This design comes from an exercise in tuning for small area and a short achievable clock period on the open sky130 flow, not from production work. The RTL was checked by simulation tests, not by an equivalence proof against the original design.

run 1:
## ch_compose
module ch_compose (
    input  wire        clk,
    input  wire        rst,
    input  wire        in_valid,
    input  wire [1:0]  x_lo,
    input  wire [1:0]  y_lo,
    input  wire [1:0]  frame_lo,
    input  wire        depth8,
    input  wire [1:0]  dither,
    input  wire [29:0] fill,
    input  wire        l0_en,  input wire [2:0] l0_fmt,  input wire [39:0] l0_pix,  input wire [9:0] l0_galpha,
    input  wire        l1_en,  input wire [2:0] l1_fmt,  input wire [39:0] l1_pix,  input wire [9:0] l1_galpha,
    input  wire        l2_en,  input wire [2:0] l2_fmt,  input wire [39:0] l2_pix,  input wire [9:0] l2_galpha,
    input  wire        l3_en,  input wire [2:0] l3_fmt,  input wire [39:0] l3_pix,  input wire [9:0] l3_galpha,
    input  wire        l4_en,  input wire [2:0] l4_fmt,  input wire [39:0] l4_pix,  input wire [9:0] l4_galpha,
    input  wire        l5_en,  input wire [2:0] l5_fmt,  input wire [39:0] l5_pix,  input wire [9:0] l5_galpha,
    output reg         out_valid,
    output reg  [9:0]  out_r,
    output reg  [9:0]  out_g,
    output reg  [9:0]  out_b
);
Size: ~14000 cells after synthesis, roughly 3000 flip-flops, about 400 I/O pins, about 160000 µm² of cells after synthesis.
==> flow/config.mk <==
export PLATFORM = sky130hd
export DESIGN_NAME = ch_compose
export DESIGN_NICKNAME = ch_compose
export VERILOG_FILES = /design/flow/design.v
export SDC_FILE = /design/flow/constraint.sdc
export NUM_CORES = 4
export LEC_CHECK = 0
export CAP_MARGIN = 20
export CORE_MARGIN = 2
export CORE_UTILIZATION = 45
export CTS_CLUSTER_DIAMETER = 80
export CTS_CLUSTER_SIZE = 30
export PLACE_DENSITY = 0.6
export SLEW_MARGIN = 65
==> flow/constraint.sdc <==
create_clock -name core_clock -period 17.0 [get_ports {clk}]
set_input_delay 3.4000 -clock core_clock [delete_from_list [all_inputs] [get_ports {clk}]]
set_output_delay 3.4000 -clock core_clock [all_outputs]
set_load 0.01 [all_outputs]
standard.sh (not shown) runs the stock make flow with config.mk's settings and CLKGATE_MAP_FILE= SYNTH_SCRIPT=/design/flow/synth_recipe.tcl, a recipe that flattens the netlist after the stock synthesis.
==> flow/flow/run.sh <==
#!/bin/bash
# The standard layout (the standard.sh: standard synthesis, floorplan,
# placement, CTS, routing), with one change: the buffers that placement puts
# on every input and output port are sky130_fd_sc_hd__buf_2 cells instead of
# the cell buffer_ports picks by default.
set -euo pipefail
export BUFFER_PORTS_ARGS="-buffer_cell sky130_fd_sc_hd__buf_2"
bash standard.sh > standard_flow.log 2>&1
> inputs changed (run 1 -> run 2)
diff --git a/flow/design.v b/flow/design.v
--- a/flow/design.v
+++ b/flow/design.v
@@ -56,14 +56,15 @@
     end
     generate
         for (k = 1; k < NR; k = k + 1) begin : g_dt
             always @(posedge clk) dt[k] <= dt[k-1];
         end
     endgenerate
     wire [9:0]  al  [0:5];
+    wire [9:0]  aln [0:5];
     wire [29:0] sl  [0:5];
     generate
         for (n = 0; n < 6; n = n + 1) begin : g_lay
             reg  [9:0]  ea;
             always @(*) begin
                 case (fmt_i[n])
                     3'd2:    ea = {5{pix_i[n][31:30]}};         
@@ -127,27 +128,30 @@
                     ar <= ad[k-1];
                     sr <= sd[k-1];
                 end
                 assign ad[k] = ar;
                 assign sd[k] = sr;
             end
             assign al[n]  = ad[2 + 2 * n];
+            reg [9:0] an;
+            always @(posedge clk) an <= ~ad[1 + 2 * n];
+            assign aln[n] = an;
             assign sl[n]  = sd[2 + 2 * n];
         end
     endgenerate
     wire [9:0] dr [0:6][0:2];
     generate
         for (c = 0; c < 3; c = c + 1) begin : g_f2
             assign dr[0][c] = f2[c*10 +: 10];
         end
         for (n = 0; n < 6; n = n + 1) begin : g_ln
             for (c = 0; c < 3; c = c + 1) begin : g_c
                 wire [9:0] l, u0, u1;
                 wire       k;
-                ch_treel u_t (.a(al[n]), .s(sl[n][c*10 +: 10]), .d(dr[n][c]),
+                ch_treel u_t (.a(al[n]), .na(aln[n]), .s(sl[n][c*10 +: 10]), .d(dr[n][c]),
                               .l(l), .k(k), .u0(u0), .u1(u1));
                 reg [9:0] lq, u0q, u1q;
                 reg       kq;
                 always @(posedge clk) begin
                     lq  <= l;
                     kq  <= k;
                     u0q <= u0;
@@ -183,31 +187,32 @@
         out_r <= q[2];
         out_g <= q[1];
         out_b <= q[0];
     end
 endmodule
 module ch_treel (
     input  wire [9:0]  a,
+    input  wire [9:0]  na,
     input  wire [9:0]  s,
     input  wire [9:0]  d,
     output wire [9:0]  l,
     output wire        k,
     output wire [9:0]  u0,
     output wire [9:0]  u1
 );
-    wire [9:0] m0 = a[0] ? s : d;
-    wire [9:0] m1 = a[1] ? s : d;
-    wire [9:0] m2 = a[2] ? s : d;
-    wire [9:0] m3 = a[3] ? s : d;
-    wire [9:0] m4 = a[4] ? s : d;
-    wire [9:0] m5 = a[5] ? s : d;
-    wire [9:0] m6 = a[6] ? s : d;
-    wire [9:0] m7 = a[7] ? s : d;
-    wire [9:0] m8 = a[8] ? s : d;
-    wire [9:0] m9 = a[9] ? s : d;
+    wire [9:0] m0 = ({10{a[0]}} & s) | ({10{na[0]}} & d);
+    wire [9:0] m1 = ({10{a[1]}} & s) | ({10{na[1]}} & d);
+    wire [9:0] m2 = ({10{a[2]}} & s) | ({10{na[2]}} & d);
+    wire [9:0] m3 = ({10{a[3]}} & s) | ({10{na[3]}} & d);
+    wire [9:0] m4 = ({10{a[4]}} & s) | ({10{na[4]}} & d);
+    wire [9:0] m5 = ({10{a[5]}} & s) | ({10{na[5]}} & d);
+    wire [9:0] m6 = ({10{a[6]}} & s) | ({10{na[6]}} & d);
+    wire [9:0] m7 = ({10{a[7]}} & s) | ({10{na[7]}} & d);
+    wire [9:0] m8 = ({10{a[8]}} & s) | ({10{na[8]}} & d);
+    wire [9:0] m9 = ({10{a[9]}} & s) | ({10{na[9]}} & d);
     wire w1 = m0[8] ^ m1[7];
     wire w2 = m0[8] & m1[7];
     wire w3 = m0[9] ^ m1[8] ^ m2[7];
     wire w4 = (m0[9] & m1[8]) | (m0[9] & m2[7]) | (m1[8] & m2[7]);
     wire w5 = m1[9] ^ m2[8];
     wire w6 = m1[9] & m2[8];
     wire w7 = m0[5] ^ m1[4];
[summary]
Launching instance or port of the critical path: out_r[1] -> run 2, out_r[2] -> run 1
Between run 2 and run 1, the initial core utilization does not differ in any meaningful way.
Across both runs, aggregate global-route resource usage was higher for run 2 than for run 1.
Summary of run 2 over run 1: post-route worst setup slack climbed 0.013 ns, total number of multi-input combinational cells dropped about 1.4%.
NOTE: post-synthesis share of cell area spent on full adders, half adders and majority gates in run 2 exceeds that of run 1
Going from run 1 to run 2, fraction of met1 tracks used by global routing increased 2.0 points; area after synthesis went down about 2.2%; post-placement cell count moved down.
Taking run 1 as the reference, in run 2 overall via count from detail_route rose 7400, data-path buffer share of cell area in the final layout stayed essentially flat, post-detailed-routing wire length went up 36 mm.

## what the ideal ports hide
How much do the figures lean on ideal ports? The routed layouts below were timed once more, with nothing changed but the port constraints. Step 1: set_driving_cell puts a clkbuf_16 on clk and a buf_2 on each other input, an assumption about the parent block. Step 2 times the ports against the registers' clock, not the clock port: input delays grow and output delays shrink by t, the midpoint of the rising clock arrivals with the driver on. Three values: no drivers, after step 1, after step 2; two values: the first two.
run | t, ns | setup WS [ns] | worst hold slack (ns) | worst register clock-pin slew, ns
run 1 | 0.976 | 12.219 / 12.117 / 12.314 | 0.278 / 0.278 / 0.278 | 0.11 / 0.11
run 2 | 1.004 | 12.233 / 12.121 / 12.280 | 0.274 / 0.274 / 0.274 | 0.11 / 0.11
After both steps setup and hold are still met in every run listed.
